Background: an optimization exercise with open tools, aiming at small area, a short achievable clock period and few clock cycles per item. Do not read the settings as production practice. The RTL was checked by simulation tests, not by an equivalence proof against the original design.

## before
// codec_residue_coder
module codec_residue_coder (
    input  wire        clk,
    input  wire        rst,           
    input  wire        in_valid,
    output wire        in_ready,
    input  wire        in_first,      
    input  wire [1:0]  in_kind,       
    input  wire [2:0]  in_near,       
    input  wire        in_pred_ext,   
    input  wire [15:0] in_p,
    input  wire [15:0] in_x,
    input  wire [15:0] in_a,
    input  wire [15:0] in_b,
    input  wire [15:0] in_c,
    input  wire [15:0] in_d,
    output reg         out_valid,
    input  wire        out_ready,
    output wire [15:0] out_xr,        
    output wire [31:0] out_code,      
    output wire [5:0]  out_len        
);
    localparam NCTX = 50;
    function [16:0] f_range(input [1:0] kind, input [2:0] near);
        f_range =
            (kind == 2'd2 && near == 3'd0) ? 17'd65536 :
            (kind == 2'd2 && near == 3'd1) ? 17'd21846 :
            (kind == 2'd2 && near == 3'd2) ? 17'd13108 :
            (kind == 2'd2 && near == 3'd3) ? 17'd9364 :
            (kind == 2'd2 && near == 3'd4) ? 17'd7283 :
            (kind == 2'd2 && near == 3'd5) ? 17'd5959 :
            (kind == 2'd2 && near == 3'd6) ? 17'd5043 :
            (kind == 2'd2 && near == 3'd7) ? 17'd4370 :
            (kind == 2'd1 && near == 3'd0) ? 17'd256 :
            (kind == 2'd1 && near == 3'd1) ? 17'd86 :
            (kind == 2'd1 && near == 3'd2) ? 17'd52 :
            (kind == 2'd1 && near == 3'd3) ? 17'd38 :
            (kind == 2'd1 && near == 3'd4) ? 17'd30 :
            (kind == 2'd1 && near == 3'd5) ? 17'd25 :
            (kind == 2'd1 && near == 3'd6) ? 17'd21 :
            (kind == 2'd1 && near == 3'd7) ? 17'd18 :
            (near == 3'd0) ? 17'd1024 :
            (near == 3'd1) ? 17'd342 :
            (near == 3'd2) ? 17'd206 :
            (near == 3'd3) ? 17'd148 :
            (near == 3'd4) ? 17'd115 :
            (near == 3'd5) ? 17'd94 :
            (near == 3'd6) ? 17'd80 :
            17'd70;
    endfunction
    function [4:0] f_qbpp(input [1:0] kind, input [2:0] near);
        f_qbpp =
            (kind == 2'd2 && near == 3'd0) ? 5'd16 :
            (kind == 2'd2 && near == 3'd1) ? 5'd15 :
            (kind == 2'd2 && near == 3'd2) ? 5'd14 :
            (kind == 2'd2 && near == 3'd3) ? 5'd14 :
            (kind == 2'd2 && near == 3'd4) ? 5'd13 :
  ...
For scale: ~6,800 cells after synthesis, roughly 1,700 flip-flops, about 0.080 mm² of cells after synthesis.
Settings: LEC_CHECK=0, ABC_AREA=1, CAP_MARGIN=10, CORE_MARGIN=2, CORE_UTILIZATION=65, CTS_BUF_LIST=sky130_fd_sc_hd__clkbuf_16, CTS_CLUSTER_DIAMETER=60, CTS_CLUSTER_SIZE=24, PLACE_DENSITY=0.7, SLEW_MARGIN=10, BUFFER_PORTS_ARGS=-buffer_cell sky130_fd_sc_hd__buf_2; clock period 62.0 ns.
standard.sh (not shown) runs the stock make flow with config.mk's settings and CLKGATE_MAP_FILE= SYNTH_SCRIPT=/design/flow/synth_recipe.tcl, a recipe that flattens the netlist after the stock synthesis.
==> flow/flow/run.sh <==
#!/bin/bash
# The standard layout, with the port buffers placed as buf_2 cells instead of the
# resizer's default pick (a slow clkdlybuf4s50_1 delay cell). Everything else, synthesis
# included, is standard.sh unchanged.
set -euo pipefail
cd "$(dirname "$0")/.."
echo 'export BUFFER_PORTS_ARGS = -buffer_cell sky130_fd_sc_hd__buf_2' >> config.mk
bash standard.sh > standard.log 2>&1
before completed every stage of the flow, and the final layout passed the timing, design-rule and antenna checks.
Testbench counts of before, summed over its fixed seeds: cycles 99,268, items 99,228.
Modified inputs, after compared to before
-- flow/design.v --
<<< before, line 103
    endfunction
    function [4:0] div_step(input [3:0] rem, input nb, input [2:0] nr);
        reg [4:0] d;
        begin
            d = {1'b0, rem} - {2'b0, nr} - {4'b0, ~nb};
            div_step = d[4] ? {1'b0, rem[2:0], nb} : {1'b1, d[2:0], ~nb};
        end
    endfunction
>>> after, line 103
    endfunction
    function [4:0] div_step(input [3:0] rem, input nb, input [2:0] nr);
        reg [5:0] s;
        begin
            s = {1'b0, rem, nb} - {2'b0, nr, 1'b1};
            div_step = s[5] ? {1'b0, rem[2:0], nb} : {1'b1, s[3:0]};
        end
    endfunction
==> run notes <==
The flow did not stop early for after: all stages ran, and the layout cleared the timing, design-rule and antenna checks. Synthesized-area fraction occupied by adder cells essentially unchanged between before and after. Compared with before, after has extra setup slack. Looking at synthesized instance count across before and after, the one that comes out lower is before. Between before and after, the difference in signed area change from the synthesized netlist to the final layout is negligible. The floorplan die width of after and that of before are within noise of each other. The cell area on before is in line with that on after. Compared with before, after shows a higher layout buffer count excluding clock buffers.
Testbench counts of after, summed over its fixed seeds: cycles 99,268, items 99,228.

-- port drivers added, routing unchanged --
Ports are ideal in the flow. The routed layouts listed here were re-timed in OpenROAD.
Step 1, drivers: a clkbuf_16 drives clk and a buf_2 each remaining input, both assumed.
Step 2 moves the port delays by t, midway between the first and last clock arrival at a register: inputs arrive t later, outputs are due t later. That takes back most of the time a late clock gives input paths.
Slacks: ideal ports / drivers / drivers and shift; pairs: ideal ports / drivers.
| run | t (ns) | setup WS [ns] | slew at the worst register clock pin (ns) |
|---|---|---|---|
| before | 0.851 | 48.299 / 48.221 / 47.603 | 0.10 / 0.10 |
| after | 0.841 | 48.305 / 48.229 / 47.923 | 0.10 / 0.10 |
After both steps every run listed still meets setup and hold. For before, which loses most, drivers alone change the setup slack by -0.078 ns; drivers and shift together by -0.696 ns.
